This is an optimization exercise on Yosys and OpenROAD, whose aim is small area, not a production implementation.
The RTL was checked by simulation tests, not by an equivalence proof against the original design.
Power and IR drop assume default switching activity.

==> design.v <==
module iso_link_rx (
    input  wire        clk,
    input  wire        rst,             
    input  wire        rxd,             
    input  wire        beacon,          
    input  wire        tick_1us,        
    input  wire        tlm_lost_rd,     
    input  wire        crc_err_rd,      
    input  wire [7:0]  ld_fault_w1c,    
    input  wire        ld_vld_ov_w1c,   
    output reg         frm_valid,       
    output reg  [3:0]  frm_type,
    output reg  [47:0] frm_payload,
    output reg  [1:0]  state,           
    output reg         ssr,
    output reg         lclk_lock,
    output reg         line_present,
    output reg  [15:0] tlm_lost,
    output reg  [15:0] crc_err,
    output reg  [7:0]  qw_last,
    output reg  [31:0] line_period,
    output reg  [31:0] zc_pos,
    output reg  [31:0] zc_neg,
    output reg  [9:0]  hvin_v,
    output reg  [11:0] vline_pk,
    output reg  [7:0]  ld_temp,
    output reg  [7:0]  ld_fault,
    output reg         ld_vld_ov,
    output reg         ev_line_loss,    
    output reg         ev_line_return,  
    output reg         ev_link_fault,   
    output reg         ev_tlm_loss,     
    output reg         ev_conv_fault,   
    output reg         lf_reset         
);
    localparam [1:0] ST_DOWN = 2'd0, ST_TRAIN = 2'd1, ST_UP = 2'd2, ST_FAULT = 2'd3;
    localparam [11:0] T25US    = 12'd2500;        
    localparam [16:0] WIN1MS   = 17'd100000;      
    localparam [16:0] T100MS   = 17'd100000;      
    localparam [3:0] TY_TLM = 4'h8, TY_ZC = 4'h9, TY_EVT = 4'hA, TY_QA = 4'hB;
    reg  [4:0]  hist;         
    reg         in_frame;
    reg         half;         
    reg         first;        
    reg  [5:0]  bitcnt;       
    reg  [3:0]  rx_type;
    reg  [47:0] rx_pay;
    reg  [7:0]  crc;
    wire start_det = !in_frame && hist == 5'b10100 && rxd;    
    wire       bit_done  = in_frame && half;
    wire       violation = bit_done && (rxd == first);
    wire       bit_val   = first;
    wire       type_is_known = (rx_type == TY_TLM) || (rx_type == TY_ZC) ||
                               (rx_type == TY_EVT) || (rx_type == TY_QA);
    wire [5:0] pay_len   = (rx_type == TY_TLM) ? 6'd48 : 6'd40;
    wire [5:0] last_bit  = 6'd4 + pay_len + 6'd8 - 6'd1;
    wire       crc_fb    = crc[7] ^ bit_val;
    wire [7:0] crc_next  = {crc[6:0], 1'b0} ^ (crc_fb ? 8'h2F : 8'h00);
    wire       type_bad  = bit_done && !violation && bitcnt == 6'd4 && !type_is_known;
    wire       frm_end   = bit_done && !violation && bitcnt >= 6'd4 && type_is_known &&
                           bitcnt == last_bit;
    wire       fok       = frm_end && crc_next == 8'h00;
    wire       fbad      = (frm_end && crc_next != 8'h00) || type_bad;
    always @(posedge clk) begin
        if (rst) begin
            hist     <= 5'b00000;
            in_frame <= 1'b0;
            half     <= 1'b0;
            first    <= 1'b0;
            bitcnt   <= 6'd0;
            rx_type  <= 4'd0;
            rx_pay   <= 48'd0;
            crc      <= 8'hFF;
        end else begin
            hist <= {hist[3:0], rxd};
            if (start_det) begin
                in_frame <= 1'b1;
                half     <= 1'b0;
                bitcnt   <= 6'd0;
                rx_type  <= 4'd0;
                rx_pay   <= 48'd0;
                crc      <= 8'hFF;
            end else if (in_frame) begin
                if (!half) begin
                    first <= rxd;
                    half  <= 1'b1;
                end else begin
                    half <= 1'b0;
                    if (violation || type_bad || frm_end) begin
                        in_frame <= 1'b0;
                    end else begin
                        bitcnt <= bitcnt + 6'd1;
                        crc    <= crc_next;
                        if (bitcnt < 6'd4)
                            rx_type <= {rx_type[2:0], bit_val};
                        else if (bitcnt < 6'd4 + pay_len)
                            rx_pay <= {rx_pay[46:0], bit_val};
                    end
                end
            end
        end
    end
    wire [7:0]  tlm_seq   = rx_pay[47:40];
    wire [11:0] tlm_vline = rx_pay[39:28];
    wire [9:0]  tlm_hvin  = rx_pay[27:18];
    wire [7:0]  tlm_temp  = rx_pay[17:10];
    wire        tlm_ssr   = rx_pay[9];
    wire [11:0] vline_abs = tlm_vline[11] ? (~tlm_vline + 12'd1) : tlm_vline;
    wire        zc_pol    = rx_pay[39];
    wire        zc_lock   = rx_pay[37];
    wire [4:0]  zc_seq    = rx_pay[36:32];
    wire [31:0] stamp     = rx_pay[31:0];
    wire [7:0]  evt_code  = rx_pay[39:32];
    wire got_tlm = fok && rx_type == TY_TLM;
    wire got_zc  = fok && rx_type == TY_ZC;
    wire got_evt = fok && rx_type == TY_EVT;
    wire got_qa  = fok && rx_type == TY_QA;
    reg         tlm_seen;
    reg  [7:0]  tlm_last_seq;
    reg         pos_seen;
    reg         loss_seen;
    reg  [31:0] loss_stamp;
    wire [7:0]  tlm_gap   = tlm_seq - tlm_last_seq - 8'd1;
    wire [15:0] lost_inc  = (got_tlm && tlm_seen) ? {8'd0, tlm_gap} : 16'd0;
    wire [16:0] lost_sum  = {1'b0, tlm_lost} + {1'b0, lost_inc};
    wire [15:0] lost_next = tlm_lost_rd ? lost_inc :
                            (lost_sum[16] ? 16'hFFFF : lost_sum[15:0]);
    wire [15:0] crc_inc   = fbad ? 16'd1 : 16'd0;
    wire [16:0] crc_sum   = {1'b0, crc_err} + {1'b0, crc_inc};
    wire [15:0] crc_next_cnt = crc_err_rd ? crc_inc :
                            (crc_sum[16] ? 16'hFFFF : crc_sum[15:0]);
    wire [31:0] period_raw = stamp - zc_pos;
    reg  [7:0]  fault_set;
    reg         vld_set;
    always @(*) begin
        fault_set = 8'd0;
        vld_set   = 1'b0;
        if (got_evt) begin
            case (evt_code)
                8'h03: fault_set[0] = 1'b1;
                8'h04: fault_set[1] = 1'b1;
                8'h05: fault_set[2] = 1'b1;
                8'h07: fault_set[3] = 1'b1;
                8'h06: fault_set[4] = 1'b1;
                8'h08: fault_set[5] = 1'b1;
                8'h09: fault_set[6] = 1'b1;
                8'h0A: fault_set[7] = 1'b1;
                8'h0B: vld_set      = 1'b1;
                default: ;
            endcase
        end
    end
    wire conv_stop = got_evt && (evt_code == 8'h03 || evt_code == 8'h04 ||
                                 evt_code == 8'h05 || evt_code == 8'h06 ||
                                 evt_code == 8'h08 || evt_code == 8'h0A ||
                                 evt_code == 8'h0B);
    always @(posedge clk) begin
        if (rst) begin
            frm_valid      <= 1'b0;
            frm_type       <= 4'd0;
            frm_payload    <= 48'd0;
            ssr            <= 1'b0;
            lclk_lock      <= 1'b0;
            line_present   <= 1'b0;
            tlm_lost       <= 16'd0;
            crc_err        <= 16'd0;
            qw_last        <= 8'd0;
            line_period    <= 32'd0;
            zc_pos         <= 32'd0;
            zc_neg         <= 32'd0;
            hvin_v         <= 10'd0;
            vline_pk       <= 12'd0;
            ld_temp        <= 8'd0;
            ld_fault       <= 8'd0;
            ld_vld_ov      <= 1'b0;
            ev_line_loss   <= 1'b0;
            ev_line_return <= 1'b0;
            ev_tlm_loss    <= 1'b0;
            ev_conv_fault  <= 1'b0;
            tlm_seen       <= 1'b0;
            tlm_last_seq   <= 8'd0;
            pos_seen       <= 1'b0;
            loss_seen      <= 1'b0;
            loss_stamp     <= 32'd0;
        end else begin
            frm_valid <= fok;
            if (fok) begin
                frm_type    <= rx_type;
                frm_payload <= rx_pay;
            end
            tlm_lost    <= lost_next;
            ev_tlm_loss <= (tlm_lost == 16'd0) && (lost_next != 16'd0);
            crc_err     <= crc_next_cnt;
            if (got_tlm) begin
                tlm_seen     <= 1'b1;
                tlm_last_seq <= tlm_seq;
                ssr          <= tlm_ssr;
                hvin_v       <= tlm_hvin;
                ld_temp      <= tlm_temp;
                if (vline_abs > vline_pk)
                    vline_pk <= vline_abs;
            end
            if (got_zc) begin
                lclk_lock <= zc_lock;
                if (zc_pol) begin
                    zc_pos             <= stamp;
                    line_period[28:24] <= zc_seq;
                    if (pos_seen)
                        line_period[23:0] <= (period_raw[31:24] != 8'd0) ? 24'hFFFFFF
                                                                         : period_raw[23:0];
                    pos_seen <= 1'b1;
                end else begin
                    zc_neg <= stamp;
                end
            end
            if (got_qa)
                qw_last <= {rx_pay[37:35], rx_pay[39:38], rx_pay[34:32]};
            ld_fault  <= (ld_fault & ~ld_fault_w1c) | fault_set;
            ld_vld_ov <= (ld_vld_ov & ~ld_vld_ov_w1c) | vld_set;
            ev_conv_fault  <= conv_stop;
            ev_line_loss   <= 1'b0;
            ev_line_return <= 1'b0;
            if (got_evt && evt_code == 8'h01) begin
                line_present <= 1'b0;
                loss_seen    <= 1'b1;
                loss_stamp   <= stamp;
                if (!(loss_seen && loss_stamp == stamp))
                    ev_line_loss <= 1'b1;
            end
            if (got_evt && evt_code == 8'h02) begin
                line_present   <= 1'b1;
                ev_line_return <= 1'b1;
            end
        end
    end
    reg  [16:0] age [0:15];
    reg  [3:0]  err_wp;
    wire [3:0]  err_oldest = err_wp + 4'd1;
    wire        crc_burst  = fbad && (age[err_oldest] < WIN1MS - 17'd1);
    integer i;
    always @(posedge clk) begin
        if (rst) begin
            err_wp <= 4'd0;
            for (i = 0; i < 16; i = i + 1)
                age[i] <= WIN1MS - 17'd1;
        end else begin
            for (i = 0; i < 16; i = i + 1) begin
                if (fbad && err_wp == i[3:0])
                    age[i] <= 17'd0;
                else if (age[i] != WIN1MS - 17'd1)
                    age[i] <= age[i] + 17'd1;
            end
            if (fbad)
                err_wp <= err_wp + 4'd1;
        end
    end
    reg  [11:0] pres_cnt;     
    reg  [11:0] frm_cnt;      
    reg  [11:0] bcn_cnt;      
    reg  [1:0]  ssr_run;      
    reg         goodbye;
    reg  [16:0] lf_cnt;
    reg         lf_armed;
    wire present     = pres_cnt != T25US;
    wire frm_silent  = frm_cnt == T25US;
    wire bcn_present = bcn_cnt != T25US;
    reg  [1:0]  state_nx;
    always @(*) begin
        state_nx = state;
        case (state)
            ST_DOWN:  if (present) state_nx = ST_TRAIN;
            ST_TRAIN: begin
                if (got_tlm && tlm_ssr && ssr_run == 2'd1)
                    state_nx = ST_UP;
                else if (!present)
                    state_nx = ST_DOWN;
            end
            ST_UP: begin
                if (goodbye && frm_silent)
                    state_nx = ST_DOWN;
                else if (frm_silent || crc_burst)
                    state_nx = ST_FAULT;
            end
            ST_FAULT: if (present) state_nx = ST_TRAIN;
            default:  state_nx = ST_DOWN;
        endcase
    end
    always @(posedge clk) begin
        if (rst) begin
            state         <= ST_DOWN;
            pres_cnt      <= T25US;
            frm_cnt       <= T25US;
            bcn_cnt       <= T25US;
            ssr_run       <= 2'd0;
            goodbye       <= 1'b0;
            lf_cnt        <= 17'd0;
            lf_armed      <= 1'b1;
            ev_link_fault <= 1'b0;
            lf_reset      <= 1'b0;
        end else begin
            state <= state_nx;
            if (fok || beacon)      pres_cnt <= 12'd0;
            else if (!(pres_cnt == T25US)) pres_cnt <= pres_cnt + 12'd1;
            if (fok)                frm_cnt  <= 12'd0;
            else if (!frm_silent)   frm_cnt  <= frm_cnt + 12'd1;
            if (beacon)             bcn_cnt  <= 12'd0;
            else if (bcn_present)   bcn_cnt  <= bcn_cnt + 12'd1;
            if (state == ST_TRAIN && state_nx == ST_TRAIN) begin
                if (got_tlm)
                    ssr_run <= tlm_ssr ? ((ssr_run == 2'd2) ? 2'd2 : ssr_run + 2'd1) : 2'd0;
            end else begin
                ssr_run <= 2'd0;
            end
            if (state == ST_UP && state_nx == ST_UP) begin
                if (got_evt && evt_code == 8'h07)
                    goodbye <= 1'b1;
            end else begin
                goodbye <= 1'b0;
            end
            ev_link_fault <= (state == ST_UP) && (state_nx == ST_FAULT);
            lf_reset <= 1'b0;
            if (state_nx == ST_UP)
                lf_armed <= 1'b1;
            if ((state == ST_TRAIN || state == ST_FAULT) && bcn_present) begin
                if (tick_1us && lf_cnt != T100MS)
                    lf_cnt <= lf_cnt + 17'd1;
                if (tick_1us && lf_cnt == T100MS - 17'd1 && lf_armed) begin
                    lf_reset <= 1'b1;
                    lf_armed <= 1'b0;
                end
            end else begin
                lf_cnt <= 17'd0;
            end
        end
    end
endmodule
==> run.sh <==
#!/bin/bash
# synth_recipe.tcl (not shown) runs the flow's synth.tcl, then flattens the netlist and writes it again
# the make line also repeats each setting of config.mk as NAME=value (left out here)
make -C /OpenROAD-flow-scripts/flow DESIGN_CONFIG=/design/flow/config.mk WORK_HOME=/design/flow/orfs CLKGATE_MAP_FILE= SYNTH_SCRIPT=/design/flow/synth_recipe.tcl finish
==> config.mk <==
export PLATFORM = sky130hd
export DESIGN_NAME = iso_link_rx
export DESIGN_NICKNAME = iso_link_rx
export VERILOG_FILES = /design/flow/design.v
export SDC_FILE = /design/flow/constraint.sdc
export NUM_CORES = 4
export LEC_CHECK = 0
export CAP_MARGIN = 20
export CORE_MARGIN = 2
export CORE_UTILIZATION = 40
export PLACE_DENSITY = 0.6
export SLEW_MARGIN = 20
==> constraint.sdc <==
create_clock -name core_clock -period 10.0 [get_ports {clk}]
set_input_delay 2.0000 -clock core_clock [delete_from_list [all_inputs] [get_ports {clk}]]
set_output_delay 2.0000 -clock core_clock [all_outputs]
set_load 0.01 [all_outputs]
==> results.txt <==
-- synthesized netlist by cell type (22+ instances only) --
cell type,instances,area (µm²)
nand3_1,173,866
nand2_1,821,3080
o21bai_1,22,165
nand2b_1,23,144
a21oi_1,351,1760
and3_1,79,494
or3_1,25,156
nor2b_1,39,244
mux2i_1,72,721
a31oi_1,22,138
and2_1,29,181
nand4_1,90,563
xnor2_1,186,1630
a22oi_1,32,240
nor4_1,32,200
inv_1,114,428
ha_1,100,1250
xor2_1,183,1600
clkbuf_1,231,867
nor2_1,445,1670
or2_2,22,138
a211oi_1,49,368
dfxtp_1,695,13900
buf_2,26,130
nor3_1,78,390
o21ai_0,173,866
a21o_1,31,233
-- cell type report --
class                   instances  area, µm²
diodes                          2       5.00
clock buffers                 111       2310
clock inverters                35        551
fillers                      8715      45800
inverters                     116        438
multi-input cells            3392      19900
flip-flops and latches        695      13900
well taps                    1155       1450
repair buffers                294       2840
-- per-stage QoR --
stage               setup slack (ns)  util, %  std cells  area [µm²]
floorplan                       4.60        -       4485       35300
global placement                3.16     44.2       5652       38500
detailed placement              3.12     44.2       5652       38500
CTS                             3.84     47.5       5798       41400
global route                    3.26     47.5       5798       41400
finish                          3.74     47.5       5800       41400
-- logic make-up after synthesis --
kind of cell,after synthesis,synth area share [%]
fa+ha+maj,103,3.71
compound gates,876,15.3
flops,695,39.4
mux,91,2.68
other cells,1,0.0106
xor+xnor,370,9.20
simple gates,1949,25.3
buf+inv,398,4.39
-- where the power goes --
| group | switching [mW] | internal (mW) | leakage [nW] |
|---|---|---|---|
| registers | 0.347 | 2.96 | 5.63 |
| logic | 0.745 | 0.606 | 8.13 |
| clock network | 1.26 | 1.87 | 1.41 |
-- flip-flops by register name, indices dropped and copies added, names as in the netlist, 16 cells and up, named ones only --
name and cells:
frm_payload 48, crc_err 16, zc_neg 32, loss_stamp 32, zc_pos 32, rx_pay 48, age 272, lf_cnt 17
line_period 29, tlm_lost 16
-- layer usage --
layer | wire length [µm] | vias to the layer above | global-route usage (%)
met5 | 0 | - | 0
met4 | 5130 | 0 | 10.7
met3 | 8490 | 264 | 5.84
met2 | 52000 | 1019 | 39.6
met1 | 51500 | 15300 | 33.3
li1 | - | 15600 | -
-- worst max path at each step --
stage,start,endpoint
floorplan,rxd,ev_tlm_loss$_SDFF_PP0_
global placement,rxd,ev_tlm_loss$_SDFF_PP0_
detailed placement,rxd,ev_tlm_loss$_SDFF_PP0_
CTS,rxd,ev_tlm_loss$_SDFF_PP0_
global route,rxd,ev_tlm_loss$_SDFF_PP0_
finish,rxd,ev_tlm_loss$_SDFF_PP0_
-- tightest hold or removal path: stages, from the launching register on --
cell,delay [ns]
dfxtp_1,0.30
a21oi_1,0.05
nor2_1,0.07
==> flow_summary.toml <==
[status]
status = "timing/DRC/antenna clean"

[logic_synthesis]
synth_cells = 4483
yosys_warnings = 2
synth_area_um2 = 35300
ys.flop_type = "dfxtp_1"
avgSynthCellArea_um2 = 7.87
synth_cell_types = 85
synth.yosys.seq_area_share_pct = 39.4
synth.ff_latch_count = 695
synth_edf_count = 0
synthArstFlopShare_pct = 0

[final_layout]
final_common_cell = "nand2_1"
area_growth_pct = 17.3
most-common-layout-cells = "nand2_1 (820), dfxtp_1 (693), nor2_1 (444)"
layout.nets = 4698
drive_gt1_share_pct = 5.41

[sta]
hold_viol = 0
max_freq_mhz = 160
post-route-min-period_ns = 6.26
final-max-slew-violation-count = 0
rsz0062_at_grt = "no"
setup_viol = 0
skew_ns = 0.0451
fin_crit_sh_pct = 62.6
slew_headroom_pct = 19.4
hold_ws_ns = 0.451
worst_slew_pin_slew_ns = 1.21
setup_tns_ns = 0

[routing]
post_drt_wl_per_cell_um = 20.2
drc = 0
ant_nets = 0
viasPerCell = 5.55
dr.pass1.iters = 6
drt_iter0_markers = 2858
vias = 32200
finalWirelength_um = 117000

[clock_network]
clk_pin_slew_ns = 0.06
cts-resized-gates = 0
cts_root_buf = "clkbuf_16"
htreeDepth = 3
numCtsBuffers = 80
postCtsSetupRepairBufs = 0
clockBufferDepth = 3
tritoncts = "yes"
clkSinkCount = 695
clk_latency_ns = 0.67
cts_hold_buf = 0

[floorplan]
pin_count = 255
dieArea_um2 = 90600
die_w_um = 301
fp.coreArea_um2 = 87200
start_util_pct = 40.5
num_rows = 108
die_height_um = 301

[critical_path]
slowest_delay_ns = 0.63
crit_chain = "clkdlybuf4s50_1 -> xor2_1 -> nand3_1 -> nor4_4 -> and3_1 -> nand2_1 -> inv_1 -> ha_1 -> fa_1 -> a21o_1 -> a21oi_1 -> nor2b_1 -> o21ai_0 -> a21oi_1 -> nand3_1 -> and3b_1 -> and4_1 -> a32oi_1 -> nor4_1 -> a21oi_1"
worst_r2r_endpoint = "ev_tlm_loss$_SDFF_PP0_"
r2r_setup_slack_ns = 4.44
criticalPathCategory = "in2reg"
path_max_fanout = 15
critPathArrivalTime_ns = 6.85
cp_slowest_cell = "nand3_1"
crit_buf_inv = 2
ff2ff_path_depth = 21
reg2reg_from = "rx_type[2]$_SDFFE_PP0P_"
crit_required_ns = 10.59
cp_top_family = "simple AND/OR/NAND/NOR gates"
worst_path_most_repeated_cell = "a21oi_1"
cp-start-kind = "input port"
cp.depth = 20
end_kind = "flop"

[global_routing]
grt_pass1_wl_um = 182000
grt_max_degree = 106
grt_pass1_vias = 30300
grt_antenna_before_repair = 2
grt_overflow_total = 0
track_usage_pct = 25.3

[worst_hold_path]
hold_depth = 2
holdPathEnd = "ld_fault[0]$_SDFF_PP0_"
hold_class = "reg2reg"

[placement]
place_congestion = 1.07
dpl.hpwl_um = 82500
io_buffers = 251

[pwr]
p_leak_nw = 15.2
p_total_mw = 7.78
powerDensity_nw_per_um2 = 188
max-vdd-ir-drop_mv = 0.182

[job]
max_cap_violations = 0

==> separate check: timing with driven ports <==
In the flow no input, the clock included, has a driving cell. The finished layout below was timed again as built, in two steps. Step 1 assumes that a clkbuf_16 drives the clock port and a buf_2 every other input. Step 2 adds t to the input delays and takes it off the output delays; t is the mean of the earliest and latest rising clock arrival at the registers after step 1. Input paths then give back, and output paths get back, about the clock's delay inside the block. Slacks: ideal / step 1 / step 2; pairs: ideal / step 1.
t (ns): 0.715
setup WS [ns]: 3.738 / 3.745 / 3.030
worst hold slack (ns): 0.451 / 0.451 / 0.451
clock arrival spread, ns: 0.047 / 0.046
worst data-port slew with drivers (ns): 0.09
After both steps this run still meets setup and hold. For this run, drivers alone change the setup slack by +0.007 ns; drivers and shift together by -0.708 ns.
